This is an optimization exercise on Yosys and OpenROAD, whose aim is small area, a short achievable clock period and few clock cycles per item, not a production implementation. Where RTL was checked, it was by simulation tests only, not by an equivalence proof against the original. No functional check of the RTL was part of runs 1 and 4.

==> design/flow/design.v <==
module hedgerow_bq2 (
    input  wire               clk,
    input  wire               rst,
    input  wire               in_valid,
    output wire               in_ready,
    input  wire signed [23:0] x_m,
    input  wire signed [7:0]  x_e,
    input  wire [1:0]         bq_en,
    input  wire signed [23:0] bq1_b0,
    input  wire signed [23:0] bq1_b1,
    input  wire signed [23:0] bq1_b2,
    input  wire signed [23:0] bq1_a1,
    input  wire signed [23:0] bq1_a2,
    input  wire signed [7:0]  bq1_exp,
    input  wire signed [23:0] bq2_b0,
    input  wire signed [23:0] bq2_b1,
    input  wire signed [23:0] bq2_b2,
    input  wire signed [23:0] bq2_a1,
    input  wire signed [23:0] bq2_a2,
    input  wire signed [7:0]  bq2_exp,
    output reg                out_valid,
    output reg  signed [23:0] y_m,
    output reg  signed [7:0]  y_e,
    output reg                ovf
);
    integer i;
    genvar  g;
    reg  [11:1] tA;         
    reg  [16:5] t2;         
    reg         tN1;        
    reg         m_both;     
    reg         m_one;      
    reg         m_f;        
    reg  [4:0]  gap;        
    assign in_ready = m_both ? ((gap == 5'd10) || (gap >= 5'd16)) :
                      m_one  ? (gap >= 5'd10) : 1'b1;
    wire take   = in_valid & in_ready & ~rst;
    wire en_any = bq_en[0] | bq_en[1];
    reg signed [23:0] s1 [0:1];
    reg signed [23:0] s2 [0:1];
    reg signed [7:0]  es [0:1];
    reg [4:0]         low [0:1];
    reg [1:0]         used;
    reg [4:0]         rk;           
    reg signed [23:0] X1_m;         
    reg signed [8:0]  ebA, ebB;     
    reg signed [23:0] Y1_m, Y2_m;   
    reg signed [7:0]  Y1_e, Y2_e;
    reg signed [8:0]  Y1_a, Y2_a;   
    reg signed [23:0] MA;           
    reg [11:0]        bo_one, bo_two, bo_neg;   
    reg               ng_r;         
    reg signed [47:0] PR, H2, HB;   
    reg               ovf1, ovf1h, ovf2;
    wire sB0_1 = in_ready & bq_en[0];
    wire sB0_2 = (in_ready & ~bq_en[0]) | t2[5];
    wire sB1_1 = tA[2] & ~m_f;
    wire sB1_2 = (tA[2] & m_f) | t2[7];
    wire sB2_1 = tA[3] & ~m_f;
    wire sB2_2 = (tA[3] & m_f) | t2[8];
    wire sA1_1 = tA[4] & ~m_f;
    wire sA1_2 = (tA[4] & m_f) | t2[9];
    wire sA2_1 = tA[6] & ~m_f;
    wire sA2_2 = (tA[6] & m_f) | t2[11];
    wire [23:0] ma_next =
          ({24{sB0_1}} & bq1_b0) | ({24{sB0_2}} & bq2_b0)
        | ({24{sB1_1}} & bq1_b1) | ({24{sB1_2}} & bq2_b1)
        | ({24{sB2_1}} & bq1_b2) | ({24{sB2_2}} & bq2_b2)
        | ({24{sA1_1}} & bq1_a1) | ({24{sA1_2}} & bq2_a1)
        | ({24{sA2_1}} & bq1_a2) | ({24{sA2_2}} & bq2_a2);
    wire mbN2 = tA[4] | t2[9];
    wire mbY2 = t2[11];
    wire mbX1 = tA[2];
    wire nNg  = tA[4] | tA[6] | t2[9] | t2[11];
    wire [24:0] bx = {MA[23], MA};
    wire [47:0] brow [0:11];
    wire [11:0] bneg;
    wire signed [23:0] mb_next = mbN2 ? yv_m : mbY2 ? Y2_m : mbX1 ? X1_m : x_m;
    wire [11:0] nb_one, nb_two, nb_neg;
    generate
        for (g = 0; g < 12; g = g + 1) begin : bc
            wire d2 = mb_next[2*g+1];
            wire d1 = mb_next[2*g];
            wire d0 = (g == 0) ? 1'b0 : mb_next[2*g-1];
            assign nb_one[g] = d1 ^ d0;
            assign nb_two[g] = (d2 & ~d1 & ~d0) | (~d2 & d1 & d0);
            assign nb_neg[g] = d2 ^ nNg;
        end
        for (g = 0; g < 12; g = g + 1) begin : bo
            wire one = bo_one[g];
            wire two = bo_two[g];
            wire neg = bo_neg[g];
            wire [24:0] sel = ({25{one}} & bx) | ({25{two}} & {bx[23:0], 1'b0});
            wire [24:0] r = sel ^ {25{neg}};
            assign bneg[g] = neg;
            if (g == 0) begin : r0
                assign brow[g] = {23'd0, ~r[24], r[23:0]};
            end else begin : rn
                wire [47:0] rr = {21'd0, ~r[24], r[23:0], 1'b0, bneg[g-1]};
                assign brow[g] = rr << (2*g-2);
            end
        end
    endgenerate
    localparam [47:0] BK = 48'hFFFF_FFFF_FFFF - ((48'h555555 << 24) - 48'd1);
    wire [47:0] blast = {25'd0, bneg[11], 22'd0};
    wire [47:0] prod = brow[0] + brow[1] + brow[2] + brow[3] + brow[4] + brow[5]
                     + brow[6] + brow[7] + brow[8] + brow[9] + brow[10] + brow[11]
                     + blast + BK;
    wire lA  = tA[11];                       
    wire lo1 = (lA & (~m_f | m_one)) | tN1;
    wire lo2 = (lA & (m_f | m_one)) | t2[16] | tN1;
    wire rr1 = lA & ~m_f;                    
    wire rr2 = (lA & m_f) | t2[16];
    wire signed [23:0] rr_in = rr2 ? s1[1] : s1[0];
    wire signed [23:0] rr_q  = rr_in >>> rk;
    wire [4:0]         rr_k1 = rk - 5'd1;
    wire [23:0]        rr_mk = (24'd1 << rr_k1) - 24'd1;
    wire               rr_h  = rr_in[rr_k1];
    wire               rr_s  = |(rr_in & rr_mk);
    wire signed [23:0] rr_o  = (rk == 5'd0) ? rr_in : rr_q + {23'd0, rr_h & (rr_s | rr_q[0])};
    wire signed [23:0] ls1_0 = rr1 ? rr_o : s1[0];
    wire signed [23:0] ls1_1 = rr2 ? rr_o : s1[1];
    function automatic quiet;
        input signed [23:0] m;
        quiet = (m < 24'sd1048576) && (m > -24'sd1048576);
    endfunction
    wire dn0 = lo1 & used[0] & quiet(ls1_0) & quiet(s2[0]) & (low[0] >= 5'd15) & (es[0] > -8'sd40);
    wire dn1 = lo2 & used[1] & quiet(ls1_1) & quiet(s2[1]) & (low[1] >= 5'd15) & (es[1] > -8'sd40);
    wire signed [23:0] v_s1_0 = dn0 ? (ls1_0 <<< 1) : ls1_0;
    wire signed [23:0] v_s1_1 = dn1 ? (ls1_1 <<< 1) : ls1_1;
    wire signed [23:0] v_s2_0 = dn0 ? (s2[0] <<< 1) : s2[0];
    wire signed [23:0] v_s2_1 = dn1 ? (s2[1] <<< 1) : s2[1];
    wire signed [7:0]  v_es_0 = dn0 ? es[0] - 8'sd1 : es[0];
    wire signed [7:0]  v_es_1 = dn1 ? es[1] - 8'sd1 : es[1];
    reg  pY, p1, p2, pSec, pF;          
    wire signed [8:0] eb_p = pSec ? ebB : ebA;
    wire signed [7:0] es_p = es[pF];
    wire              dn_p = pF ? dn1 : dn0;   
    wire signed [8:0] ea   = pSec ? Y2_a : Y1_a;
    wire signed [8:0] eA   = pY ? eb_p : ea;
    wire signed [8:0] eS0  = {es_p[7], es_p};
    wire              qB   = ~pY;           
    wire              qS   = ~p2;           
    wire signed [9:0] xBA = eb_p - eA;
    wire signed [9:0] xAB = eA - eb_p;
    wire signed [9:0] xSA = eS0 - eA;
    wire signed [9:0] xAS = eA - eS0;
    wire signed [9:0] xSB = eS0 - eb_p;
    wire signed [9:0] xBS = eb_p - eS0;
    wire              wS  = qS & (xSA > 10'sd0) & (~qB | (xSB > 10'sd0));
    wire              wB  = ~wS & qB & (xBA > 10'sd0);
    wire signed [9:0] dA_0 = wS ? xSA : (wB ? xBA : 10'sd0);
    wire signed [9:0] dB_0 = wS ? xSB : (wB ? 10'sd0 : xAB);
    wire signed [9:0] dS_0 = wS ? 10'sd0 : (wB ? xBS : xAS);
    wire signed [8:0] eW_0 = wS ? eS0 : (wB ? eb_p : eA);
    wire signed [9:0] xSA1 = xSA - 10'sd1;
    wire signed [9:0] xAS1 = xAS + 10'sd1;
    wire              wS1  = (xSA1 > 10'sd0);
    wire signed [9:0] dA_1 = wS1 ? xSA1 : 10'sd0;
    wire signed [9:0] dS_1 = wS1 ? 10'sd0 : xAS1;
    wire signed [8:0] eW_1 = wS1 ? eS0 - 9'sd1 : eA;
    wire              lw_p = dn_p & pY;
    wire [5:0] dA_c0 = (dA_0 > 10'sd63) ? 6'd63 : dA_0[5:0];
    wire [5:0] dB_c0 = (dB_0 > 10'sd63) ? 6'd63 : dB_0[5:0];
    wire [5:0] dS_c0 = (dS_0 > 10'sd63) ? 6'd63 : dS_0[5:0];
    wire [5:0] dA_c1 = (dA_1 > 10'sd63) ? 6'd63 : dA_1[5:0];
    wire [5:0] dS_c1 = (dS_1 > 10'sd63) ? 6'd63 : dS_1[5:0];
    wire signed [9:0] R_0 = {eW_0[8], eW_0} + 10'sd3;
    wire signed [9:0] R_1 = {eW_1[8], eW_1} + 10'sd3;
    reg [5:0]         dA, dB, dS;
    reg signed [9:0]  Rp;               
    reg signed [23:0] SR;               
    wire signed [62:0] inA = {{1{PR[47]}}, PR, 14'd0};
    wire signed [62:0] inB = {{1{HB[47]}}, HB, 14'd0};
    wire signed [62:0] inS = {{2{SR[23]}}, SR, 37'd0};
    wire signed [62:0] tmA = inA >>> dA;
    wire signed [62:0] tmB = inB >>> dB;
    wire signed [62:0] tmS = inS >>> dS;
    reg signed [62:0] acc;
    reg signed [9:0]  Ra;
    reg               nput;             
    reg signed [7:0]  es_n;             
    reg signed [10:0] n_pmin, n_pmax;   
    wire        n_sg = acc[62];
    wire [63:0] n_mg = {2'b00, acc[61:0] ^ acc[62:1]};
    wire        n_nz = |acc;
    wire [31:0] hz1; wire [31:0] hp1;
    wire [15:0] hz2; wire [31:0] hp2;
    wire [7:0]  hz3; wire [23:0] hp3;
    wire [3:0]  hz4; wire [15:0] hp4;
    wire [1:0]  hz5; wire [9:0]  hp5;
    wire        hz6; wire [5:0]  hp6;
    wire [63:0] n_tv = {1'b1, acc};
    wire [31:0] lz1; wire [31:0] lp1;
    wire [15:0] lz2; wire [31:0] lp2;
    wire [7:0]  lz3; wire [23:0] lp3;
    wire [3:0]  lz4; wire [15:0] lp4;
    wire [1:0]  lz5; wire [9:0]  lp5;
    wire [5:0]  lp6;
    generate
        for (g = 0; g < 32; g = g + 1) begin : lv1
            assign hz1[g] = ~(n_mg[2*g+1] | n_mg[2*g]);
            assign hp1[g] = n_mg[2*g+1];
            assign lz1[g] = ~(n_tv[2*g+1] | n_tv[2*g]);
            assign lp1[g] = ~n_tv[2*g];
        end
        for (g = 0; g < 16; g = g + 1) begin : lv2
            assign hz2[g] = hz1[2*g+1] & hz1[2*g];
            assign hp2[2*g+1:2*g] = hz1[2*g+1] ? {1'b0, hp1[2*g]} : {1'b1, hp1[2*g+1]};
            assign lz2[g] = lz1[2*g+1] & lz1[2*g];
            assign lp2[2*g+1:2*g] = lz1[2*g] ? {1'b1, lp1[2*g+1]} : {1'b0, lp1[2*g]};
        end
        for (g = 0; g < 8; g = g + 1) begin : lv3
            assign hz3[g] = hz2[2*g+1] & hz2[2*g];
            assign hp3[3*g+2:3*g] = hz2[2*g+1] ? {1'b0, hp2[4*g+1:4*g]} : {1'b1, hp2[4*g+3:4*g+2]};
            assign lz3[g] = lz2[2*g+1] & lz2[2*g];
            assign lp3[3*g+2:3*g] = lz2[2*g] ? {1'b1, lp2[4*g+3:4*g+2]} : {1'b0, lp2[4*g+1:4*g]};
        end
        for (g = 0; g < 4; g = g + 1) begin : lv4
            assign hz4[g] = hz3[2*g+1] & hz3[2*g];
            assign hp4[4*g+3:4*g] = hz3[2*g+1] ? {1'b0, hp3[6*g+2:6*g]} : {1'b1, hp3[6*g+5:6*g+3]};
            assign lz4[g] = lz3[2*g+1] & lz3[2*g];
            assign lp4[4*g+3:4*g] = lz3[2*g] ? {1'b1, lp3[6*g+5:6*g+3]} : {1'b0, lp3[6*g+2:6*g]};
        end
        for (g = 0; g < 2; g = g + 1) begin : lv5
            assign hz5[g] = hz4[2*g+1] & hz4[2*g];
            assign hp5[5*g+4:5*g] = hz4[2*g+1] ? {1'b0, hp4[8*g+3:8*g]} : {1'b1, hp4[8*g+7:8*g+4]};
            assign lz5[g] = lz4[2*g+1] & lz4[2*g];
            assign lp5[5*g+4:5*g] = lz4[2*g] ? {1'b1, lp4[8*g+7:8*g+4]} : {1'b0, lp4[8*g+3:8*g]};
        end
    endgenerate
    assign hz6 = hz5[1] & hz5[0];
    assign hp6 = hz5[1] ? {1'b0, hp5[4:0]} : {1'b1, hp5[9:5]};
    assign lp6 = lz5[0] ? {1'b1, lp5[9:5]} : {1'b0, lp5[4:0]};
    wire [6:0] n_L  = hz6 ? 7'd0 : ({1'b0, hp6} + 7'd1);
    wire [6:0] n_tz = {1'b0, lp6};      
    wire signed [10:0] n_R    = {Ra[9], Ra};
    wire signed [10:0] n_emin = nput ? {{3{es_n[7]}}, es_n} : -11'sd64;
    wire signed [10:0] n_emax = nput ? 11'sd40 : 11'sd63;
    wire signed [10:0] n_Ls   = {4'd0, n_L};
    wire signed [10:0] n_p0   = n_Ls + 11'sd1;
    wire signed [10:0] n_t1   = n_pmin - 11'sd2;
    wire signed [10:0] n_t2   = n_pmax - 11'sd1;
    wire [5:0]         n_h    = hp6;
    wire n_up = hz6 ? (n_pmin <= 11'sd1) :
                ((n_t1 <= 11'sd0) | ((n_t1 <= 11'sd63) & (n_h >= n_t1[5:0])));    
    wire n_gt = hz6 ? (n_pmax <= 11'sd0) :
                ((n_t2 <= 11'sd0) | ((n_t2 <= 11'sd63) & (n_h >= n_t2[5:0])));    
    wire n_gs = hz6 ? (n_pmax < 11'sd0) :
                ((n_pmax <= 11'sd0) | ((n_pmax <= 11'sd63) & (n_h >= n_pmax[5:0])));  
    wire               n_mm   = (n_pmin > n_pmax);
    wire               n_over = n_nz && (n_up ? n_gt : n_mm);    
    wire signed [10:0] n_e0   = n_Ls + n_R - 11'sd62;
    wire signed [10:0] n_E1   = n_over ? n_emax : (n_up ? n_e0 : n_emin);
    wire [6:0]  n_minc = (n_pmin < 11'sd0) ? 7'd0 : ((n_pmin > 11'sd87) ? 7'd87 : n_pmin[6:0]);
    wire [6:0]  n_maxc = (n_pmax < 11'sd0) ? 7'd0 : ((n_pmax > 11'sd87) ? 7'd87 : n_pmax[6:0]);
    wire [6:0]  n_pc   = n_over ? n_maxc : (n_up ? n_p0[6:0] : n_minc);
    wire        n_sat  = n_over && n_gs;
    wire signed [86:0] n_ext = {acc, 24'd0};
    wire signed [86:0] n_w   = n_ext >>> {n_pc[6:3], 3'd0};
    wire        n_st  = ({1'b0, n_tz} + 8'd25) <= {1'b0, n_pc};
    wire signed [10:0] n_es  = {{3{es_n[7]}}, es_n};
    wire signed [10:0] n_K0  = n_R - 11'sd62 - n_es;              
    wire signed [10:0] n_K1  = n_K0 + 11'sd1;
    wire signed [10:0] n_X0  = n_emax - n_es;
    wire signed [10:0] n_X1  = n_X0 + 11'sd1;
    wire signed [10:0] n_M0  = n_emin - n_es;
    wire signed [10:0] n_M1  = n_M0 + 11'sd1;
    wire signed [10:0] n_U0  = n_Ls + n_K0;
    wire signed [10:0] n_U1  = n_Ls + n_K1;
    wire signed [10:0] n_rs0 = n_over ? n_X0 : (n_up ? n_U0 : n_M0);    
    wire signed [10:0] n_rs1 = n_over ? n_X1 : (n_up ? n_U1 : n_M1);    
    wire [4:0] n_rk0 = (n_rs0 <= 11'sd0) ? 5'd0 : (n_rs0 > 11'sd24) ? 5'd24 : n_rs0[4:0];
    wire [4:0] n_rk1 = (n_rs1 <= 11'sd0) ? 5'd0 : (n_rs1 > 11'sd24) ? 5'd24 : n_rs1[4:0];
    reg [4:0]         w_rk0, w_rk1;
    reg [31:0]        w_w;
    reg [2:0]         w_f;
    reg               w_st, w_sg, w_nz, w_over, w_sat, w_top, w_put;
    reg signed [7:0]  w_E1;
    wire uy  = tA[2] | t2[7];             
    wire u2  = tA[8] | t2[13];            
    wire uF  = t2[7] | t2[11] | t2[13] | m_f;
    wire signed [7:0]  u_es   = u2 ? pu_e : es[uF];
    wire signed [10:0] u_emin = uy ? -11'sd64 : {{3{u_es[7]}}, u_es};
    wire signed [10:0] u_emax = uy ? 11'sd63 : 11'sd40;
    wire signed [10:0] u_R    = {Rp[9], Rp};
    wire [31:0] r_w   = w_w >> w_f;
    wire [23:0] w_q   = r_w[24:1];
    wire        w_g   = r_w[0];
    wire        r_inc = w_g & (w_st | w_q[0]);
    wire signed [24:0] r_r = {w_q[23], w_q} + {24'd0, r_inc};
    wire        r_pf  = ~w_over && ((r_r == 25'sh0400000) || (r_r == -25'sh0400000));
    wire signed [7:0] r_E1p = w_E1 + 8'sd1;
    wire signed [23:0] yv_m = ~w_nz ? 24'sd0 :
                              (w_over | (r_pf & w_top)) ? (w_sg ? -24'sd4194303 : 24'sd4194303) :
                              r_pf ? (w_sg ? -24'sd2097152 : 24'sd2097152) :
                              r_r[23:0];
    wire signed [7:0]  yv_e = ~w_nz ? -8'sd64 :
                              w_over ? 8'sd63 :
                              (r_pf & ~w_top) ? r_E1p : w_E1;
    wire signed [23:0] pu_m = w_over ? (w_sat ? (w_sg ? -24'sd8388608 : 24'sd8388607) :
                                        (r_r > 25'sd8388607) ? 24'sd8388607 : r_r[23:0]) :
                              (r_pf & ~w_top) ? (w_sg ? -24'sd2097152 : 24'sd2097152) :
                              r_r[23:0];
    wire signed [7:0]  pu_e = w_over ? 8'sd40 : (r_pf & ~w_top) ? r_E1p : w_E1;
    wire r_ovf = w_put ? (w_over | (r_pf & w_top)) : (w_nz & (w_over | (r_pf & w_top)));
    wire r_y1 = tA[4];                        
    wire r_y2 = t2[9];                        
    wire r_n1 = tA[8] | t2[13];               
    wire r_n2 = tA[10] | t2[15];              
    wire r_F  = t2[13] | t2[15] | m_f;
    wire [4:0]  pu_rk = (r_pf & ~w_top) ? w_rk1 : w_rk0;
    always @(posedge clk) begin
        MA   <= ma_next;
        if (mbN2 | mbY2 | mbX1 | in_ready) begin
            bo_one <= nb_one;
            bo_two <= nb_two;
        end
        bo_neg <= (mbN2 | mbY2 | mbX1 | in_ready) ? nb_neg : (bo_neg ^ {12{nNg ^ ng_r}});
        ng_r   <= nNg;
        PR   <= prod;
        if (tA[5] | t2[10]) H2 <= PR;
        if (tA[4] | t2[9])       HB <= PR;
        else if (tA[7] | t2[12]) HB <= H2;
        else if (!(tA[5] | t2[10])) HB <= 48'sd0;
        dA   <= lw_p ? dA_c1 : dA_c0;
        dB   <= dB_c0;
        dS   <= lw_p ? dS_c1 : dS_c0;
        Rp   <= lw_p ? R_1 : R_0;
        SR   <= pY ? (pF ? v_s1_1 : v_s1_0) : p1 ? (pF ? v_s2_1 : v_s2_0) : 24'sd0;
        acc  <= tmA + tmB + tmS;
        Ra   <= Rp;
        w_w    <= n_w[31:0];
        w_f    <= n_pc[2:0];
        w_st   <= n_st;
        w_sg   <= n_sg;
        w_nz   <= n_nz;
        w_over <= n_over;
        w_sat  <= n_sat;
        w_top  <= (n_E1 == n_emax);
        w_put  <= nput;
        w_rk0  <= n_rk0;
        w_rk1  <= n_rk1;
        pY     <= (take & en_any) | t2[5];
        p1     <= tA[4] | t2[9];
        p2     <= tA[6] | t2[11];
        pSec   <= t2[5] | t2[9] | t2[11];
        pF     <= t2[5] | t2[9] | t2[11] | (take ? ~bq_en[0] : m_f);
        nput   <= ~uy;
        es_n   <= u_es;
        n_pmin <= u_emin - u_R + 11'sd63;
        n_pmax <= u_emax - u_R + 11'sd63;
        w_E1   <= n_E1[7:0];
        if (in_ready) begin
            X1_m <= x_m;
            ebA  <= {bq_en[0] ? bq1_exp[7] : bq2_exp[7], bq_en[0] ? bq1_exp : bq2_exp}
                  + ((x_m == 24'sd0) ? -9'sd64 : {x_e[7], x_e});
        end
        if (t2[5])
            ebB <= {bq2_exp[7], bq2_exp} + ((Y1_m == 24'sd0) ? -9'sd64 : {Y1_e[7], Y1_e});
        if (r_y1) begin
            Y1_m <= yv_m;
            Y1_e <= yv_e;
            Y1_a <= {yv_e[7], yv_e} + 9'sd1;
        end
        if (r_y2) begin
            Y2_m <= yv_m;
            Y2_e <= yv_e;
            Y2_a <= {yv_e[7], yv_e} + 9'sd1;
        end
        if (tA[4])
            ovf1 <= r_ovf;
        else if (tA[8] | tA[10])
            ovf1 <= ovf1 | r_ovf;
        if (tA[10])
            ovf1h <= ovf1 | r_ovf;
        if (t2[9])
            ovf2 <= r_ovf;
        else if (t2[13])
            ovf2 <= ovf2 | r_ovf;
        if (rst) begin
            tA        <= 11'd0;
            t2        <= 12'd0;
            tN1       <= 1'b0;
            m_both    <= 1'b0;
            m_one     <= 1'b0;
            m_f       <= 1'b0;
            gap       <= 5'd31;
            out_valid <= 1'b0;
            y_m       <= 24'sd0;
            y_e       <= 8'sd0;
            ovf       <= 1'b0;
            used      <= 2'b00;
            rk        <= 5'd0;
            for (i = 0; i < 2; i = i + 1) begin
                s1[i]  <= 24'sd0;
                s2[i]  <= 24'sd0;
                es[i]  <= -8'sd40;
                low[i] <= 5'd0;
            end
        end else begin
            tA  <= {tA[10:1], take & en_any};
            t2  <= {t2[15:5], tA[4] & m_both};
            tN1 <= take & ~en_any;
            if (take) begin
                m_both <= &bq_en;
                m_one  <= ^bq_en;
                m_f    <= ~bq_en[0];
                gap    <= 5'd1;
            end else if (gap != 5'd31) begin
                gap    <= gap + 5'd1;
            end
            out_valid <= 1'b0;
            if (take & ~en_any) begin
                y_m       <= x_m;
                y_e       <= x_e;
                ovf       <= 1'b0;
                out_valid <= 1'b1;
            end else if (tA[10] & m_one) begin
                y_m       <= Y1_m;
                y_e       <= Y1_e;
                ovf       <= ovf1 | r_ovf;
                out_valid <= 1'b1;
            end else if (t2[15]) begin
                y_m       <= Y2_m;
                y_e       <= Y2_e;
                ovf       <= ovf1h | ovf2 | r_ovf;
                out_valid <= 1'b1;
            end
            if (lo1) begin
                s1[0] <= v_s1_0;
                s2[0] <= v_s2_0;
                es[0] <= v_es_0;
                if (used[0]) begin
                    if (quiet(ls1_0) && quiet(s2[0])) begin
                        if (dn0)
                            low[0] <= 5'd0;
                        else if (low[0] < 5'd16)
                            low[0] <= low[0] + 5'd1;
                    end else begin
                        low[0] <= 5'd0;
                    end
                end
            end
            if (lo2) begin
                s1[1] <= v_s1_1;
                s2[1] <= v_s2_1;
                es[1] <= v_es_1;
                if (used[1]) begin
                    if (quiet(ls1_1) && quiet(s2[1])) begin
                        if (dn1)
                            low[1] <= 5'd0;
                        else if (low[1] < 5'd16)
                            low[1] <= low[1] + 5'd1;
                    end else begin
                        low[1] <= 5'd0;
                    end
                end
            end
            if (r_n1) begin
                s1[r_F] <= pu_m;
                es[r_F] <= pu_e;
            end
            if (r_n2) begin
                s2[r_F]   <= pu_m;
                es[r_F]   <= pu_e;
                used[r_F] <= 1'b1;
                rk        <= pu_rk;
            end
        end
    end
endmodule
==> design/flow/run.sh <==
#!/bin/bash
# synth_recipe.tcl (not shown) runs the flow's synth.tcl, then flattens the netlist and writes it again
# the make line also repeats each setting of config.mk as NAME=value (left out here)
make -C /OpenROAD-flow-scripts/flow DESIGN_CONFIG=/design/flow/config.mk WORK_HOME=/design/flow/orfs CLKGATE_MAP_FILE= SYNTH_SCRIPT=/design/flow/synth_recipe.tcl finish
==> design/flow/config.mk <==
export PLATFORM = sky130hd
export DESIGN_NAME = hedgerow_bq2
export DESIGN_NICKNAME = hedgerow_bq2
export VERILOG_FILES = /design/flow/design.v
export SDC_FILE = /design/flow/constraint.sdc
export NUM_CORES = 4
export LEC_CHECK = 0
export CAP_MARGIN = 20
export CORE_MARGIN = 2
export CORE_UTILIZATION = 40
export PLACE_DENSITY = 0.6
export SLEW_MARGIN = 20
==> design/flow/constraint.sdc <==
create_clock -name core_clock -period 25.0 [get_ports {clk}]
set_input_delay 5.0000 -clock core_clock [delete_from_list [all_inputs] [get_ports {clk}]]
set_output_delay 5.0000 -clock core_clock [all_outputs]
set_load 0.01 [all_outputs]
==> results of run 1 <==
[registers in the layout (all words and copies together), names as in the netlist, 16 cells and up]
signal,count
H2,48
HB,48
MA,24
PR,48
SR,24
X1_m,24
Y1_m,24
Y2_m,24
acc,63
es,16
s1,48
s2,48
w_w,32
y_m,24
[critical path, delay by kind of cell (launching register included)]
family                   cells  cell delay [ps]
AND/OR/NAND/NOR              7             2860
AO/OA/AOI/OAI                7             2530
buffers and inverters        2             1110
adder cells (fa/ha/maj)      2              900
XOR/XNOR                     1              660
multiplexers                 1              600
flip-flops                   1              320
[routing by layer]
metal  share of wire [%]  up-vias
met3                 8.5      648
met1                  40    34379
met5              0.0026        -
met4                 5.4        2
li1                    -    31989
met2                  46     3605
[how the worst max path moves through the flow]
stage	to	slack (ps)	start	cells past startpoint
floorplan	PR[47]	17710	bo_neg[4]	26
global route	w_w[17]	15390	acc[62]	33
detailed placement	dA[4]	16070	rk[0]	20
global placement	dA[1]	16300	rk[0]	20
finish	dA[4]	15810	rk[0]	20
CTS	dA[4]	16070	rk[0]	20
[cells in the final DEF (no fill, tap or decap), drive strengths merged, types with 53 or more instances in the layout]
master         synthesis  final
a211oi                89     89
a21o                 103    103
a21oi                534    534
a221oi                94     94
a22o                  80     80
a22oi                335    335
and2                  81     81
buf                  142    175
clkbuf               454    122
clkdlybuf4s50          0    326
dfxtp                389    389
edfxtp               359    359
fa                   299    299
ha                   462    462
inv                  640    644
mux2                  92     92
mux2i                416    416
mux4                 148    148
nand2                790    790
nand2b                69     69
nand3                159    159
nand4                 57     57
nor2                 594    594
nor2b                108    108
nor3                 127    127
nor4                  74     74
o211ai                53     53
o21a                  82     82
o21ai                591    591
o21bai                58     58
o22ai                134    134
xnor2                394    394
xor2                 302    302
[cell type report]
class / count / share of cell area (%)
multi-input combinational: 6864 / 62.7
tap: 2511 / 3.68
clock buffer: 121 / 2.97
clock inverter: 38 / 0.649
inverter: 649 / 2.86
timing repair buffer: 502 / 5.39
antenna: 8 / 0.0235
sequential: 748 / 21.8
[logic make-up after synthesis]
group,count (synthesis),synth area share (%)
mux,656,11.1
compound gates,2508,21.4
simple gates,2243,13.6
fa+ha+maj,761,15.3
xor+xnor,696,7.96
flops,748,24.2
buf+inv,1245,6.39
[stage by stage]
step	worst slack (ps)	cell area (um^2)	instances	utilization [%]	hold slack (ps)
global placement	16300	82200	11271	43.2	406
detailed placement	16070	82200	11271	43.2	396
floorplan	17710	76800	8857	-	331
finish	15810	85400	11441	44.8	394
CTS	16070	85300	11430	44.8	404
global route	15390	85400	11438	44.8	401
==> flow_metrics.env, run 1 <==
export IMPL_worst_skew_pair_late_latency_ps=760
export IMPL_cts_root_buffer="clkbuf_16"
export IMPL_htree_levels=3
export IMPL_worst_r2r_setup_slack_ps=15810
export IMPL_grt_use_met2_pct=48.8
export IMPL_tritoncts_num_buffers=86
export IMPL_outcome="finished clean"
export IMPL_synth_edff_count=359
export IMPL_synthDominantCellAreaShare_pct=14.0
export IMPL_synth_seq_cells=748
export IMPL_final_setup_viol_count=0
export IMPL_nets=9905
export IMPL_drt_via_density=6.17
export IMPL_timing_worst_slew_pin_value_ps=1310
export IMPL_detail_route_wl_per_cell_um=26.6
export IMPL_design_core_area_mm2=0.190
export IMPL_min_to="Ra[4]"
export IMPL_globalRouteMet3Util_pct=5.55
export IMPL_drv_cap=0
export IMPL_post_route_fraction_of_the_period_consumed_by_the_critical_path_pct=36.8
export IMPL_route_vias_total=70623
export IMPL_tritoncts="built"
export IMPL_maxSlewViolCount=0
export IMPL_busiest_layer="met2"
export IMPL_synth_flop_cell="dfxtp_1"
export IMPL_place_port_buffers=327
export IMPL_route_detailed_drc=0
export IMPL_die_h_um=442
export IMPL_track_usage_pct=30.1
export IMPL_syn_area_per_cell_um2=8.67
export IMPL_postRouteAntennaNets=0
export IMPL_number_of_global_route_vias_before_repair=68500
export IMPL_synth_distinct_cells=117
export IMPL_ioPinCount=328
export IMPL_achievable_frequency_mhz=109
export IMPL_hold_viol_final=0
export IMPL_syn_cell_area_mm2=0.0768
export IMPL_clock_transition_at_the_registers_of_the_reported_paths_ps=70
export IMPL_max_slew_margin_rel_pct=12.3
export IMPL_fp_dieArea_mm2=0.196
export IMPL_die_width_um=442
export IMPL_final_min_clock_period_ps=9190
export IMPL_synth_top_area_cell="edfxtp_1"
export IMPL_worstSetupEndpointType="flip-flop"
export IMPL_timing_critical_path_slowest_stage_cell="o21ai_2"
export IMPL_drt_first_iter_violations=8301
export IMPL_mappedNetlistNets=9911
export IMPL_synth_sequential_area_ratio_pct=24.2
export IMPL_layout_area_overhead_vs_synth_pct=11.1
export IMPL_clock_sinks=748
export IMPL_rsz0062_at_grt="no"
export IMPL_crit_reg2reg_launch="rk[0]"
export IMPL_setup_total_negative_slack_ps=0
export IMPL_worst_path_max_fanout=53
export IMPL_drt_first_pass_iters=9
export IMPL_async_flop_share_pct=0
export IMPL_wirelength_mm=305
export IMPL_global_route_overflow_total=0
export IMPL_netlist_top_cells_count="nand2_1, inv_1, nor2_1"
export IMPL_grt_pass1_wl_mm=450
export IMPL_initial_core_util_pct=40.3
export IMPL_final_fill_count=18573
export IMPL_crit_chain="buf_4 > inv_1 > ha_1 > xnor2_1 > mux4_2 > nand2_1 > o211ai_2 > a32oi_1 > ha_1 > nor4b_4 > nand4bb_1 > or4_1 > and2_1 > o21bai_1 > and4_1 > o22a_2 > nand3_4 > o21ai_2 > o21ai_1 > a2bb2oi_1"
export IMPL_postCtsResizedCells=0
export IMPL_postSynthCellCount=8857
export IMPL_clockBufferDepth=3
export IMPL_grtUsageMet1_pct=38.6
export IMPL_cp_common_cell="ha_1"
export IMPL_skew_ps=79.1
export IMPL_yosys_warnings=2
export IMPL_min_path_cells=0
export IMPL_crit_path_max_incr_delay_ps=890
export IMPL_multiInputGateArea_mm2=0.0535
export IMPL_regToRegEndpoint="dA[4]"
export IMPL_holdCritPathClass="reg -> reg"
export IMPL_cts_repair_timing_setup_buffer_count=0
export IMPL_crit_arrival_ps=9790
export IMPL_register_area_mm2=0.0186
export IMPL_cts_hold_buf=0
export IMPL_number_of_antenna_violations_at_the_first_check_in_global_routing=14
export IMPL_row_cnt=160
export IMPL_detailed_place_hpwl_mm=237
export IMPL_worst_setup_path_start_kind="flip-flop"
export IMPL_most_used_standard_cell_by_instance_count_after_synthesis="nand2_1"
export IMPL_drive_gt1_share_pct=7.80
export IMPL_grt_start_max_net_pins=69
export IMPL_timing_worst_setup_path_type="reg -> reg"
export IMPL_min_delay_src="Rp[4]"
export IMPL_routabilityCongestion=1.07
export IMPL_worst_endpoint_required_ps=25600
export IMPL_synth_area_leaders="edfxtp_1, dfxtp_1, fa_1, ha_1, mux2i_1"
export IMPL_ff2ff_path_depth=20
==> run 2, diff against run 1 <==
--- a/design/flow/design.v
+++ b/design/flow/design.v
@@ -179,9 +179,8 @@
     reg signed [62:0] acc;
     reg signed [9:0]  Ra;
-    reg               nput;             
-    reg signed [7:0]  es_n;             
-    reg signed [10:0] n_pmin, n_pmax;   
+    reg  nput, nF;                      
+    wire signed [7:0] es_n = es[nF];
     wire        n_sg = acc[62];
-    wire [63:0] n_mg = {2'b00, acc[61:0] ^ acc[62:1]};
+    wire [63:0] n_mg = {2'b00, acc[61:0] ^ {62{n_sg}}};
     wire        n_nz = |acc;
     wire [31:0] hz1; wire [31:0] hp1;
@@ -238,15 +237,11 @@
     wire signed [10:0] n_emin = nput ? {{3{es_n[7]}}, es_n} : -11'sd64;
     wire signed [10:0] n_emax = nput ? 11'sd40 : 11'sd63;
+    wire signed [10:0] n_pmin = n_emin - n_R + 11'sd63;
+    wire signed [10:0] n_pmax = n_emax - n_R + 11'sd63;
     wire signed [10:0] n_Ls   = {4'd0, n_L};
     wire signed [10:0] n_p0   = n_Ls + 11'sd1;
-    wire signed [10:0] n_t1   = n_pmin - 11'sd2;
-    wire signed [10:0] n_t2   = n_pmax - 11'sd1;
-    wire [5:0]         n_h    = hp6;
-    wire n_up = hz6 ? (n_pmin <= 11'sd1) :
-                ((n_t1 <= 11'sd0) | ((n_t1 <= 11'sd63) & (n_h >= n_t1[5:0])));    
-    wire n_gt = hz6 ? (n_pmax <= 11'sd0) :
-                ((n_t2 <= 11'sd0) | ((n_t2 <= 11'sd63) & (n_h >= n_t2[5:0])));    
-    wire n_gs = hz6 ? (n_pmax < 11'sd0) :
-                ((n_pmax <= 11'sd0) | ((n_pmax <= 11'sd63) & (n_h >= n_pmax[5:0])));  
+    wire signed [10:0] n_pm1  = n_pmin - 11'sd1;
+    wire               n_up   = (n_Ls >= n_pm1);                 
+    wire               n_gt   = (n_Ls >= n_pmax);                
     wire               n_mm   = (n_pmin > n_pmax);
     wire               n_over = n_nz && (n_up ? n_gt : n_mm);    
@@ -256,5 +251,5 @@
     wire [6:0]  n_maxc = (n_pmax < 11'sd0) ? 7'd0 : ((n_pmax > 11'sd87) ? 7'd87 : n_pmax[6:0]);
     wire [6:0]  n_pc   = n_over ? n_maxc : (n_up ? n_p0[6:0] : n_minc);
-    wire        n_sat  = n_over && n_gs;
+    wire        n_sat  = n_over && (n_Ls > n_pmax);
     wire signed [86:0] n_ext = {acc, 24'd0};
     wire signed [86:0] n_w   = n_ext >>> {n_pc[6:3], 3'd0};
@@ -278,11 +273,4 @@
     reg               w_st, w_sg, w_nz, w_over, w_sat, w_top, w_put;
     reg signed [7:0]  w_E1;
-    wire uy  = tA[2] | t2[7];             
-    wire u2  = tA[8] | t2[13];            
-    wire uF  = t2[7] | t2[11] | t2[13] | m_f;
-    wire signed [7:0]  u_es   = u2 ? pu_e : es[uF];
-    wire signed [10:0] u_emin = uy ? -11'sd64 : {{3{u_es[7]}}, u_es};
-    wire signed [10:0] u_emax = uy ? 11'sd63 : 11'sd40;
-    wire signed [10:0] u_R    = {Rp[9], Rp};
     wire [31:0] r_w   = w_w >> w_f;
     wire [23:0] w_q   = r_w[24:1];
@@ -347,8 +335,6 @@
         pSec   <= t2[5] | t2[9] | t2[11];
         pF     <= t2[5] | t2[9] | t2[11] | (take ? ~bq_en[0] : m_f);
-        nput   <= ~uy;
-        es_n   <= u_es;
-        n_pmin <= u_emin - u_R + 11'sd63;
-        n_pmax <= u_emax - u_R + 11'sd63;
+        nput   <= tA[6] | tA[8] | t2[11] | t2[13];
+        nF     <= t2[7] | t2[11] | t2[13] | m_f;
         w_E1   <= n_E1[7:0];
         if (in_ready) begin
--- a/design/flow/config.mk
+++ b/design/flow/config.mk
@@ -8,5 +8,5 @@
 export CAP_MARGIN = 20
 export CORE_MARGIN = 2
-export CORE_UTILIZATION = 40
-export PLACE_DENSITY = 0.6
+export CORE_UTILIZATION = 60
+export PLACE_DENSITY = 0.75
 export SLEW_MARGIN = 20
==> run 2 against run 1 <==
Die area is 35% lower. First-iteration DRC count is 30% higher. Routed wire length is 10% lower. Synthesized cell count is 2.9% lower. Global-route usage is 12 points higher. Critical path type unchanged. Final cell count is 10% lower. Register-to-register slack worse by 570 ps. Core utilization is 21 points higher. Largest cell class unchanged. Final area is 3.9% lower. Non-clock buffer count is 13 lower.
==> flow_metrics.env, run 2 <==
export IMPL_route_vias_total=70353
export IMPL_clock_sinks=719
export IMPL_final_fill_count=10004
export IMPL_synth_seq_cells=719
export IMPL_layout_commonest_cell="nand2_1"
export IMPL_max_flop_register="acc"
export IMPL_worstSetupEndpointType="flip-flop"
export IMPL_drt_first_pass_iters=7
export IMPL_largest_family_of_logic_cells_by_synthesized_area="compound AO/OA/AOI/OAI gates"
export IMPL_register_area_mm2=0.0180
export IMPL_row_cnt=129
export IMPL_tritoncts="built"
export IMPL_cts_root_buffer="clkbuf_16"
export IMPL_most_used_standard_cell_by_instance_count_after_synthesis="nand2_1"
export IMPL_drive_gt1_share_pct=8.18
export IMPL_layout_area_overhead_vs_synth_pct=9.60
export IMPL_worst_endpoint_required_ps=25530
export IMPL_timing_critical_path_slowest_stage_cell="a31o_2"
export IMPL_grt_pass1_wl_mm=408
export IMPL_netlist_top_cells_count="nand2_1, o21ai_0, nor2_1"
export IMPL_drt_first_iter_violations=10810
export IMPL_maxSlewViolCount=0
export IMPL_min_delay_src="Rp[0]"
export IMPL_postRouteAntennaNets=0
export IMPL_cts_repair_timing_setup_buffer_count=0
export IMPL_tritoncts_num_buffers=81
export IMPL_drv_cap=0
export IMPL_detail_route_wl_per_cell_um=26.7
export IMPL_synthAdderAreaFrac_pct=15.1
export IMPL_clockBufferDepth=3
export IMPL_cts_hold_buf=0
export IMPL_largest_reg_flops=63
export IMPL_grt_start_max_net_pins=89
export IMPL_track_usage_pct=41.6
export IMPL_cp_common_cell="a21o_1"
export IMPL_achievable_frequency_mhz=102
export IMPL_post_route_fraction_of_the_period_consumed_by_the_critical_path_pct=39.1
export IMPL_die_width_um=357
export IMPL_initial_core_util_pct=60.5
export IMPL_worst_skew_pair_late_latency_ps=720
export IMPL_die_h_um=357
export IMPL_outcome="finished clean"
export IMPL_mappedNetlistNets=9615
export IMPL_synth_top_area_cell="edfxtp_1"
export IMPL_ioPinCount=328
export IMPL_final_min_clock_period_ps=9760
export IMPL_routabilityCongestion=1.13
export IMPL_synth_edff_count=359
export IMPL_htree_levels=3
export IMPL_synthDominantCellAreaShare_pct=14.4
export IMPL_synth_sequential_area_ratio_pct=24.0
export IMPL_timing_worst_setup_path_type="reg -> reg"
export IMPL_synth_flop_cell="dfxtp_1"
export IMPL_worst_setup_path_start_kind="flip-flop"
export IMPL_global_route_overflow_total=0
export IMPL_detailed_place_hpwl_mm=211
export IMPL_crit_arrival_ps=10300
export IMPL_async_flop_share_pct=0
export IMPL_holdCritPathClass="reg -> reg"
export IMPL_clock_transition_at_the_registers_of_the_reported_paths_ps=60
export IMPL_drt_via_density=6.86
export IMPL_syn_area_per_cell_um2=8.71
export IMPL_synth_area_leaders="edfxtp_1, dfxtp_1, fa_1, ha_1, mux2i_1"
export IMPL_design_core_area_mm2=0.124
export IMPL_skew_ps=59.8
export IMPL_final_setup_viol_count=0
export IMPL_max_slew_margin_rel_pct=19.2
export IMPL_number_of_antenna_violations_at_the_first_check_in_global_routing=11
export IMPL_final_cell_mix="nand2_1, o21ai_0, nor2_1, inv_1, a21oi_1"
export IMPL_hold_viol_final=0
export IMPL_timing_worst_slew_pin_value_ps=1200
export IMPL_number_of_global_route_vias_before_repair=66462
export IMPL_place_port_buffers=327
export IMPL_synth_distinct_cells=109
export IMPL_multiInputGateArea_mm2=0.0524
export IMPL_worst_path_max_fanout=88
export IMPL_synth_compound_area_share_pct=21.3
export IMPL_route_detailed_drc=0
export IMPL_rsz0062_at_grt="no"
export IMPL_synth_xor_area_share_pct=7.53
export IMPL_crit_path_max_incr_delay_ps=820
export IMPL_yosys_warnings=2
export IMPL_setup_total_negative_slack_ps=0
export IMPL_synth_simple_area_share_pct=13.3
export IMPL_wirelength_mm=274
export IMPL_syn_cell_area_mm2=0.0749
export IMPL_postCtsResizedCells=0
export IMPL_crit_reg2reg_launch="acc[62]"
export IMPL_synth_area_mux_share_pct=12.6
export IMPL_fp_dieArea_mm2=0.128
export IMPL_nets=9568
export IMPL_postSynthCellCount=8599
export IMPL_worstSetupStartpoint="acc[62]"
-- run 2: changes by cell type in the layout (fill, tap and decap cells not counted), sizes merged, moves of 21 or more --
cell / before / now
and2: 81 / 39
dfxtp: 389 / 360
a211oi: 89 / 67
o21ai: 591 / 625
mux2i: 416 / 461
mux2: 92 / 141
xor2: 302 / 269
o211ai: 53 / 32
ha: 462 / 424
inv: 644 / 558
a21oi: 534 / 484
nor3: 127 / 95
-- run 2: through the flow --
step                      utilization [%]  setup WS (ps)  cell area (um^2)  std cells  hold WS [ps]
final                                66.3          15240             82100      10263           324
after global routing                 66.3          15050             82100      10262           330
after CTS                            66.2          15680             82000      10254           324
after detailed placement             63.8          15740             79000      10104           312
after global placement               63.8          15750             79000      10104           310
after floorplan                         -          17710             74900       8599           310
-- run 2: final timing paths --
path | endpoint | slack (ps) | cells after the start
setup / recovery | w_w[4] | 15240 | 30
hold / removal | Ra[0] | 320 | 0
hold reg to reg | Ra[0] | 320 | 0
setup reg to reg | w_w[4] | 15240 | 30
-- run 2: logic make-up after synthesis --
group,after synthesis
flip-flops,719
AO/OA/AOI/OAI,2433
buffers and inverters,1180
AND/OR/NAND/NOR,2156
adder cells (fa/ha/maj),723
multiplexers,745
XOR/XNOR,643
-- run 2: final cells by class --
cell class | count | share of cell area, %
Antenna cell | 7 | 0.0213
Clock inverter | 43 | 0.836
Sequential cell | 719 | 21.9
Timing Repair Buffer | 489 | 5.49
Inverter | 561 | 2.57
Tap cell | 1637 | 2.50
Multi-Input combinational cell | 6700 | 63.9
Clock buffer | 107 | 2.79
-- run 2: critical path: cells and delay by family (launching register included) --
family | cells | cell delay [ps]
XOR/XNOR | 1 | 200
AO/OA/AOI/OAI | 16 | 4820
flip-flops | 1 | 310
adder cells (fa/ha/maj) | 2 | 670
buffers and inverters | 4 | 1640
AND/OR/NAND/NOR | 7 | 1870
-- run 2: per-layer routing --
layer / up-vias / GRT usage [%] / part of all wire (%)
li1: 31026 / - / -
met3: 813 / 10.2 / 12
met4: 6 / 21.0 / 6.0
met2: 4826 / 65.0 / 44
met1: 33682 / 53.8 / 37
met5: - / 0 / 0.024
Testbench counts of run 2, summed over its fixed seeds: cycles 96,755, items 9,600.
==> run 3, diff against run 2 <==
--- a/design/flow/config.mk
+++ b/design/flow/config.mk
@@ -8,5 +8,5 @@
 export CAP_MARGIN = 20
 export CORE_MARGIN = 2
-export CORE_UTILIZATION = 60
-export PLACE_DENSITY = 0.75
+export CORE_UTILIZATION = 40
+export PLACE_DENSITY = 0.6
 export SLEW_MARGIN = 20
==> run 3 against run 2 <==
Still clean. Routed wire length increased by 4.4%. Sequential cell count unchanged. Die area increased by 49%. Core utilization decreased by 21 points. Largest cell class unchanged.
==> flow_metrics.env, run 3 <==
export IMPL_outcome="finished clean"
export IMPL_mappedNetlistNets=9615
export IMPL_max_slew_margin_rel_pct=19.1
export IMPL_drv_cap=0
export IMPL_layout_commonest_cell="nand2_1"
export IMPL_achievable_frequency_mhz=99.4
export IMPL_postCtsResizedCells=0
export IMPL_detail_route_wl_per_cell_um=25.7
export IMPL_grt_pass1_wl_mm=422
export IMPL_finalNonFillerCells=11119
export IMPL_design_core_area_mm2=0.186
export IMPL_htree_levels=3
export IMPL_dp_cells=10952
export IMPL_min_path_cells=0
export IMPL_drt_first_pass_iters=6
export IMPL_worst_setup_path_start_kind="flip-flop"
export IMPL_cts_hold_buf=0
export IMPL_drt_first_iter_violations=7959
export IMPL_layout_area_overhead_vs_synth_pct=11.1
export IMPL_route_detailed_drc=0
export IMPL_clockBufferDepth=3
export IMPL_crit_reg2reg_launch="acc[62]"
export IMPL_synthDominantCellAreaShare_pct=14.4
export IMPL_cts_repair_timing_setup_buffer_count=0
export IMPL_worst_path_max_fanout=50
export IMPL_clock_transition_at_the_registers_of_the_reported_paths_ps=60
export IMPL_drt_via_density=6.11
export IMPL_row_cnt=158
export IMPL_crit_path_max_incr_delay_ps=820
export IMPL_hold_viol_final=0
export IMPL_synth_edff_count=359
export IMPL_async_flop_share_pct=0
export IMPL_syn_cell_area_mm2=0.0749
export IMPL_number_of_global_route_vias_before_repair=65180
export IMPL_postSynthCellCount=8599
export IMPL_timing_worst_slew_pin_value_ps=1200
export IMPL_die_width_um=437
export IMPL_final_cell_mix="nand2_1, o21ai_0, nor2_1, inv_1, a21oi_1"
export IMPL_synth_area_leaders="edfxtp_1, dfxtp_1, fa_1, ha_1, mux2i_1"
export IMPL_crit_arrival_ps=10630
export IMPL_postRouteAntennaNets=0
export IMPL_place_port_buffers=327
export IMPL_holdWs_ps=306
export IMPL_detailed_place_hpwl_mm=223
export IMPL_cp_common_cell="a21o_1"
export IMPL_max_flop_register="acc"
export IMPL_number_of_antenna_violations_at_the_first_check_in_global_routing=14
export IMPL_die_h_um=437
export IMPL_grt_start_max_net_pins=67
export IMPL_netlist_top_cells_count="nand2_1, o21ai_0, nor2_1"
export IMPL_route_vias_total=67913
export IMPL_skew_ps=106
export IMPL_synth_top_area_cell="edfxtp_1"
export IMPL_yosys_warnings=2
export IMPL_worst_r2r_setup_slack_ps=14940
export IMPL_largest_reg_flops=63
export IMPL_holdCritPathClass="reg -> reg"
export IMPL_routabilityCongestion=1.02
export IMPL_final_fill_count=18134
export IMPL_timing_critical_path_slowest_stage_cell="dfxtp_2"
export IMPL_finalCoreUtilization_pct=44.8
export IMPL_worst_endpoint_required_ps=25570
export IMPL_tritoncts_num_buffers=84
export IMPL_initial_core_util_pct=40.3
export IMPL_global_route_overflow_total=0
export IMPL_most_used_standard_cell_by_instance_count_after_synthesis="nand2_1"
export IMPL_syn_area_per_cell_um2=8.71
export IMPL_synth_flop_cell="dfxtp_1"
export IMPL_drive_gt1_share_pct=8.37
export IMPL_min_delay_src="Rp[2]"
export IMPL_track_usage_pct=28.8
export IMPL_worstSetupEndpointType="flip-flop"
export IMPL_maxSlewViolCount=0
export IMPL_ff2ff_path_depth=30
export IMPL_setup_total_negative_slack_ps=0
export IMPL_post_route_fraction_of_the_period_consumed_by_the_critical_path_pct=40.2
export IMPL_synth_distinct_cells=109
export IMPL_ioPinCount=328
export IMPL_worst_skew_pair_late_latency_ps=770
export IMPL_min_to="Ra[2]"
export IMPL_final_min_clock_period_ps=10060
export IMPL_regToRegEndpoint="w_w[16]"
export IMPL_final_setup_viol_count=0
export IMPL_synth_sequential_area_ratio_pct=24.0
export IMPL_rsz0062_at_grt="no"
export IMPL_timing_worst_setup_path_type="reg -> reg"
export IMPL_fp_dieArea_mm2=0.191
export IMPL_synth_seq_cells=719
export IMPL_cts_root_buffer="clkbuf_16"
export IMPL_tritoncts="built"
export IMPL_clock_sinks=719
export IMPL_nets=9575
export IMPL_wirelength_mm=286
==> run 3: kinds of logic after synthesis <==
family | synth area share (%)
buf+inv | 6.18
flops | 24.0
mux | 12.6
fa+ha+maj | 15.1
xor+xnor | 7.53
simple gates | 13.3
compound gates | 21.3
==> run 3: area by class of cell <==
| cell class | instances | area [um^2] | area share, % |
|---|---|---|---|
| Clock inverter | 46 | 597 | 0.717 |
| Clock buffer | 112 | 2420 | 2.91 |
| Multi-Input combinational cell | 6700 | 52400 | 63.0 |
| Antenna cell | 8 | 20.0 | 0.0241 |
| Sequential cell | 719 | 18000 | 21.6 |
| Timing Repair Buffer | 493 | 4530 | 5.44 |
| Inverter | 561 | 2110 | 2.53 |
| Tap cell | 2480 | 3100 | 3.73 |
==> run 3: through the flow <==
step	cell area (um^2)	worst slack, ps
3_5_place_dp	80100	15210
2_1_floorplan	74900	17710
4_1_cts	83100	15240
3_3_place_gp	80100	15260
6_report	83200	14940
5_1_grt	83200	14390
==> run 3: worst max-delay path by stage <==
| stage | start | to | slack [ps] | cells past startpoint |
|---|---|---|---|---|
| finish | acc[62] | w_w[16] | 14940 | 30 |
| global route | acc[62] | w_w[18] | 14390 | 29 |
| CTS | acc[62] | w_w[16] | 15240 | 30 |
| detailed placement | acc[62] | w_w[16] | 15210 | 30 |
| global placement | acc[62] | w_w[16] | 15260 | 30 |
| floorplan | bq_en[0] | ebA[8] | 17710 | 12 |
==> run 3: layer usage <==
layer | part of all wire (%) | GRT usage (%) | wire length [um]
met5 | 0.0046 | 0 | 13
met4 | 3.6 | 9.92 | 10400
met3 | 8.6 | 5.45 | 24600
met2 | 46 | 46.7 | 131000
met1 | 42 | 38.3 | 119000
==> run 3: critical path, delay by kind of cell (launching register included) <==
family	cells	cell delay (ps)
AND/OR/NAND/NOR	4	1240
buffers and inverters	5	1990
adder cells (fa/ha/maj)	2	720
AO/OA/AOI/OAI	17	4490
multiplexers	1	400
XOR/XNOR	1	200
flip-flops	1	820
==> run 4, diff against run 3 <==
--- a/design/flow/design.v
+++ b/design/flow/design.v
@@ -125,6 +125,19 @@
         quiet = (m < 24'sd1048576) && (m > -24'sd1048576);
     endfunction
-    wire dn0 = lo1 & used[0] & quiet(ls1_0) & quiet(s2[0]) & (low[0] >= 5'd15) & (es[0] > -8'sd40);
-    wire dn1 = lo2 & used[1] & quiet(ls1_1) & quiet(s2[1]) & (low[1] >= 5'd15) & (es[1] > -8'sd40);
+    function automatic quiet_r;
+        input signed [23:0] m;
+        input [4:0]         k;
+        case (k)
+            5'd0:    quiet_r = (m < 24'sd1048576) && (m > -24'sd1048576);
+            5'd1:    quiet_r = (m < 24'sd2097151) && (m > -24'sd2097151);
+            5'd2:    quiet_r = (m < 24'sd4194302) && (m > -24'sd4194302);
+            5'd3:    quiet_r = (m < 24'sd8388604) && (m > -24'sd8388604);
+            default: quiet_r = 1'b1;
+        endcase
+    endfunction
+    wire qs1_0 = rr1 ? quiet_r(s1[0], rk) : quiet(s1[0]);
+    wire qs1_1 = rr2 ? quiet_r(s1[1], rk) : quiet(s1[1]);
+    wire dn0 = lo1 & used[0] & qs1_0 & quiet(s2[0]) & (low[0] >= 5'd15) & (es[0] > -8'sd40);
+    wire dn1 = lo2 & used[1] & qs1_1 & quiet(s2[1]) & (low[1] >= 5'd15) & (es[1] > -8'sd40);
     wire signed [23:0] v_s1_0 = dn0 ? (ls1_0 <<< 1) : ls1_0;
     wire signed [23:0] v_s1_1 = dn1 ? (ls1_1 <<< 1) : ls1_1;
@@ -179,8 +192,9 @@
     reg signed [62:0] acc;
     reg signed [9:0]  Ra;
-    reg  nput, nF;                      
-    wire signed [7:0] es_n = es[nF];
+    reg               nput;             
+    reg signed [7:0]  es_n;             
+    reg signed [10:0] n_pmin, n_pmax;   
     wire        n_sg = acc[62];
-    wire [63:0] n_mg = {2'b00, acc[61:0] ^ {62{n_sg}}};
+    wire [63:0] n_mg = {2'b00, acc[61:0] ^ acc[62:1]};
     wire        n_nz = |acc;
     wire [31:0] hz1; wire [31:0] hp1;
@@ -237,11 +251,15 @@
     wire signed [10:0] n_emin = nput ? {{3{es_n[7]}}, es_n} : -11'sd64;
     wire signed [10:0] n_emax = nput ? 11'sd40 : 11'sd63;
-    wire signed [10:0] n_pmin = n_emin - n_R + 11'sd63;
-    wire signed [10:0] n_pmax = n_emax - n_R + 11'sd63;
     wire signed [10:0] n_Ls   = {4'd0, n_L};
     wire signed [10:0] n_p0   = n_Ls + 11'sd1;
-    wire signed [10:0] n_pm1  = n_pmin - 11'sd1;
-    wire               n_up   = (n_Ls >= n_pm1);                 
-    wire               n_gt   = (n_Ls >= n_pmax);                
+    wire signed [10:0] n_t1   = n_pmin - 11'sd2;
+    wire signed [10:0] n_t2   = n_pmax - 11'sd1;
+    wire [5:0]         n_h    = hp6;
+    wire n_up = hz6 ? (n_pmin <= 11'sd1) :
+                ((n_t1 <= 11'sd0) | ((n_t1 <= 11'sd63) & (n_h >= n_t1[5:0])));    
+    wire n_gt = hz6 ? (n_pmax <= 11'sd0) :
+                ((n_t2 <= 11'sd0) | ((n_t2 <= 11'sd63) & (n_h >= n_t2[5:0])));    
+    wire n_gs = hz6 ? (n_pmax < 11'sd0) :
+                ((n_pmax <= 11'sd0) | ((n_pmax <= 11'sd63) & (n_h >= n_pmax[5:0])));  
     wire               n_mm   = (n_pmin > n_pmax);
     wire               n_over = n_nz && (n_up ? n_gt : n_mm);    
@@ -250,9 +268,13 @@
     wire [6:0]  n_minc = (n_pmin < 11'sd0) ? 7'd0 : ((n_pmin > 11'sd87) ? 7'd87 : n_pmin[6:0]);
     wire [6:0]  n_maxc = (n_pmax < 11'sd0) ? 7'd0 : ((n_pmax > 11'sd87) ? 7'd87 : n_pmax[6:0]);
-    wire [6:0]  n_pc   = n_over ? n_maxc : (n_up ? n_p0[6:0] : n_minc);
-    wire        n_sat  = n_over && (n_Ls > n_pmax);
+    wire [6:0]  n_p0c  = hz6 ? 7'd1 : ({1'b0, hp6} + 7'd2);
+    wire [6:0]  n_pc   = n_over ? n_maxc : (n_up ? n_p0c : n_minc);
+    wire        n_sat  = n_over && n_gs;
     wire signed [86:0] n_ext = {acc, 24'd0};
     wire signed [86:0] n_w   = n_ext >>> {n_pc[6:3], 3'd0};
-    wire        n_st  = ({1'b0, n_tz} + 8'd25) <= {1'b0, n_pc};
+    wire        n_st0 = ~hz6 & (({2'b0, lp6} + 8'd23) <= {2'b0, hp6});
+    wire        n_st1 = ({1'b0, n_tz} + 8'd25) <= {1'b0, n_minc};
+    wire        n_st2 = ({1'b0, n_tz} + 8'd25) <= {1'b0, n_maxc};
+    wire        n_st  = n_over ? n_st2 : (n_up ? n_st0 : n_st1);
     wire signed [10:0] n_es  = {{3{es_n[7]}}, es_n};
     wire signed [10:0] n_K0  = n_R - 11'sd62 - n_es;              
@@ -273,4 +295,19 @@
     reg               w_st, w_sg, w_nz, w_over, w_sat, w_top, w_put;
     reg signed [7:0]  w_E1;
+    wire uy  = tA[2] | t2[7];             
+    wire u2  = tA[8] | t2[13];            
+    wire uF  = t2[7] | t2[11] | t2[13] | m_f;
+    wire signed [7:0]  u_es   = u2 ? pu_e : es[uF];
+    wire signed [10:0] u_emin = uy ? -11'sd64 : {{3{u_es[7]}}, u_es};
+    wire signed [10:0] u_emax = uy ? 11'sd63 : 11'sd40;
+    wire signed [10:0] u_R    = {Rp[9], Rp};
+    wire signed [10:0] u_cY   = -11'sd1 - u_R;                            
+    wire signed [7:0]  u_esF  = es[uF];
+    wire signed [10:0] u_cE   = {{3{u_esF[7]}}, u_esF} - u_R + 11'sd63;   
+    wire signed [10:0] u_c0   = {{3{w_E1[7]}}, w_E1} - u_R + 11'sd63;     
+    wire signed [10:0] u_c1   = u_c0 + 11'sd1;
+    wire signed [10:0] u_cX   = 11'sd103 - u_R;
+    wire signed [10:0] u_pmin = uy ? u_cY : (~u2 ? u_cE :
+                                (w_over ? u_cX : ((r_pf & ~w_top) ? u_c1 : u_c0)));
     wire [31:0] r_w   = w_w >> w_f;
     wire [23:0] w_q   = r_w[24:1];
@@ -335,6 +372,8 @@
         pSec   <= t2[5] | t2[9] | t2[11];
         pF     <= t2[5] | t2[9] | t2[11] | (take ? ~bq_en[0] : m_f);
-        nput   <= tA[6] | tA[8] | t2[11] | t2[13];
-        nF     <= t2[7] | t2[11] | t2[13] | m_f;
+        nput   <= ~uy;
+        es_n   <= u_es;
+        n_pmin <= u_pmin;
+        n_pmax <= u_emax - u_R + 11'sd63;
         w_E1   <= n_E1[7:0];
         if (in_ready) begin
@@ -419,5 +458,5 @@
                 es[0] <= v_es_0;
                 if (used[0]) begin
-                    if (quiet(ls1_0) && quiet(s2[0])) begin
+                    if (qs1_0 && quiet(s2[0])) begin
                         if (dn0)
                             low[0] <= 5'd0;
@@ -434,5 +473,5 @@
                 es[1] <= v_es_1;
                 if (used[1]) begin
-                    if (quiet(ls1_1) && quiet(s2[1])) begin
+                    if (qs1_1 && quiet(s2[1])) begin
                         if (dn1)
                             low[1] <= 5'd0;
==> run 4 against run 3 <==
Non-clock buffer count grew 22. Final cell count grew 6.6%. Synthesized cell count grew 6.3%. First-iteration DRC count shrank 4.9%. Sequential cell count grew 29. Area after synthesis grew 6.1%. Highest routed layer unchanged.
==> flow_metrics.env, run 4 <==
export IMPL_outcome="finished clean"
export IMPL_netlist_top_cells_count="nand2_1, inv_1, nor2_1"
export IMPL_async_flop_share_pct=0
export IMPL_synth_edff_count=359
export IMPL_rsz0062_at_grt="no"
export IMPL_maxSlewViolCount=0
export IMPL_worst_path_max_fanout=48
export IMPL_route_vias_total=72686
export IMPL_layout_area_overhead_vs_synth_pct=11.2
export IMPL_largest_reg_flops=63
export IMPL_clockBufferDepth=3
export IMPL_worst_setup_path_start_kind="flip-flop"
export IMPL_syn_cell_area_mm2=0.0794
export IMPL_drt_first_iter_violations=7569
export IMPL_timing_worst_slew_pin_value_ps=1300
export IMPL_worst_endpoint_required_ps=25580
export IMPL_layout_commonest_cell="nand2_1"
export IMPL_wire_length_on_met1_mm=131
export IMPL_detailed_place_hpwl_mm=246
export IMPL_drive_gt1_share_pct=8.68
export IMPL_synth_flop_cell="dfxtp_1"
export IMPL_row_cnt=163
export IMPL_hold_viol_final=0
export IMPL_worstSetupEndpointType="flip-flop"
export IMPL_synth_sequential_area_ratio_pct=23.4
export IMPL_yosys_warnings=2
export IMPL_final_min_clock_period_ps=8730
export IMPL_clock_transition_at_the_registers_of_the_reported_paths_ps=70
export IMPL_most_used_standard_cell_by_instance_count_after_synthesis="nand2_1"
export IMPL_final_setup_viol_count=0
export IMPL_mappedNetlistNets=10235
export IMPL_met2_length_mm=144
export IMPL_synth_seq_cells=748
export IMPL_postRouteAntennaNets=0
export IMPL_die_width_um=450
export IMPL_achievable_frequency_mhz=115
export IMPL_post_route_fraction_of_the_period_consumed_by_the_critical_path_pct=34.9
export IMPL_synth_distinct_cells=121
export IMPL_design_core_area_mm2=0.197
export IMPL_tritoncts_num_buffers=89
export IMPL_place_port_buffers=327
export IMPL_htree_levels=3
export IMPL_max_slew_margin_rel_pct=13.2
export IMPL_synth_top_area_cell="edfxtp_1"
export IMPL_holdCritPathClass="reg -> reg"
export IMPL_crit_arrival_ps=9310
export IMPL_final_cell_mix="nand2_1, inv_1, nor2_1, o21ai_0, a21oi_1"
export IMPL_wirelength_mm=314
export IMPL_postCtsResizedCells=0
export IMPL_multiInputGateArea_mm2=0.0559
export IMPL_detailroute_wirelength_met3_mm=24.1
export IMPL_timing_worst_setup_path_type="reg -> reg"
export IMPL_drv_cap=0
export IMPL_track_usage_pct=29.8
export IMPL_cts_hold_buf=0
export IMPL_skew_ps=85.3
export IMPL_die_h_um=450
export IMPL_postSynthCellCount=9144
export IMPL_finalCoreUtilization_pct=44.7
export IMPL_clock_sinks=748
export IMPL_number_of_global_route_vias_before_repair=70515
export IMPL_drt_first_pass_iters=6
export IMPL_ioPinCount=328
export IMPL_drt_via_density=6.13
export IMPL_nets=10218
export IMPL_tritoncts="built"
export IMPL_cts_root_buffer="clkbuf_16"
export IMPL_initial_core_util_pct=40.2
export IMPL_fp_dieArea_mm2=0.202
export IMPL_synth_area_leaders="edfxtp_1, dfxtp_1, ha_1, fa_1, mux2i_1"
export IMPL_routabilityCongestion=1.04
export IMPL_grt_pass1_wl_mm=463
export IMPL_worst_skew_pair_late_latency_ps=760
export IMPL_number_of_antenna_violations_at_the_first_check_in_global_routing=17
export IMPL_max_flop_register="acc"
export IMPL_cts_repair_timing_setup_buffer_count=0
export IMPL_synthDominantCellAreaShare_pct=13.6
export IMPL_maxUsedRoutingLayer="met5"
export IMPL_grt_start_max_net_pins=76
export IMPL_route_detailed_drc=0
export IMPL_global_route_overflow_total=0
export IMPL_register_area_mm2=0.0186
export IMPL_setup_total_negative_slack_ps=0
export IMPL_detail_route_wl_per_cell_um=26.5
export IMPL_syn_area_per_cell_um2=8.69
export IMPL_final_fill_count=19536
-- run 4: logic make-up (layout without fill, tap and decap cells) --
group,after synthesis,after routing,share of synthesized area [%]
simple gates,2210,2210,13.1
compound gates,2609,2609,21.7
fa+ha+maj,801,801,15.4
other cells,0,11,0
flops,748,748,23.4
xor+xnor,696,696,7.67
mux,765,765,12.3
buf+inv,1315,1375,6.44
-- run 4: path summary, 6_finish.rpt --
path                            cells past startpoint  startpoint  slack [ps]       to
worst min-delay path                                0       Rp[0]         410    Ra[0]
worst max register to register                     24     acc[54]       16270  w_w[11]
worst min register to register                      0       Rp[0]         410    Ra[0]
worst max-delay path                               24     acc[54]       16270  w_w[11]
-- run 4: routing by layer --
| layer | global-route usage (%) | up-vias |
|---|---|---|
| met5 | 0 | - |
| met4 | 12.6 | 16 |
| met3 | 4.90 | 634 |
| met2 | 48.5 | 3297 |
| met1 | 39.2 | 35574 |
| li1 | - | 33165 |
-- run 4: cell type report --
type                    count  share of cell area [%]
multi-input cells        7081                    63.3
well taps                2640                    3.74
clock inverters            54                   0.856
diodes                     11                  0.0312
clock buffers             114                    2.78
flip-flops and latches    748                    21.1
repair buffers            515                    5.30
inverters                 692                    2.94
-- run 4: worst max-delay path, cell delays in order (launching register included) --
cell,delay (ps)
dfxtp_1,490
inv_1,90
ha_1,340
nor4_2,650
nand4_1,490
nor2_2,350
inv_1,250
o41ai_2,540
buf_4,250
ha_1,230
nand2b_1,140
a21oi_1,210
o211ai_1,130
a221oi_1,340
nor3_1,140
o2111a_1,320
or2_2,290
buf_4,310
mux2i_4,210
buf_4,500
mux2_2,520
nand2_1,380
a21oi_1,870
o32ai_1,200
o32ai_1,320
-- run 4: metrics by stage --
stage                     hold slack, ps  cells  setup slack, ps  cell area [um^2]
after global placement               420  11675            16300             85000
after CTS                            426  11844            16390             88300
final                                408  11855            16270             88300
after detailed placement             425  11676            16440             85100
after floorplan                      329   9144            17690             79400
after global routing                 416  11851            15890             88300

## what the ideal ports hide
Ports are ideal in the flow. The routed layouts listed here were re-timed in OpenROAD.
Step 1 sets driving cells, clkbuf_16 on the clock port and buf_2 on the other inputs (assumed; they add their load-dependent delay and slew).
Step 2, shift: input delay + t, output delay - t, t = (earliest + latest rising clock arrival at the registers) / 2. This alone moves slack from input paths to output paths.
a / b / c = no drivers / after step 1 / after step 2; a / b = the first two.
run	shift t [ns]	setup slack, ns	cell pins on the clock port's net
run 1	0.794	15.808 / 15.808 / 15.808	1
run 2	0.779	15.237 / 15.237 / 15.237	1
run 3	0.803	14.942 / 14.942 / 14.942	1
run 4	0.804	16.268 / 16.268 / 16.268	1
After both steps every run listed still meets setup and hold.
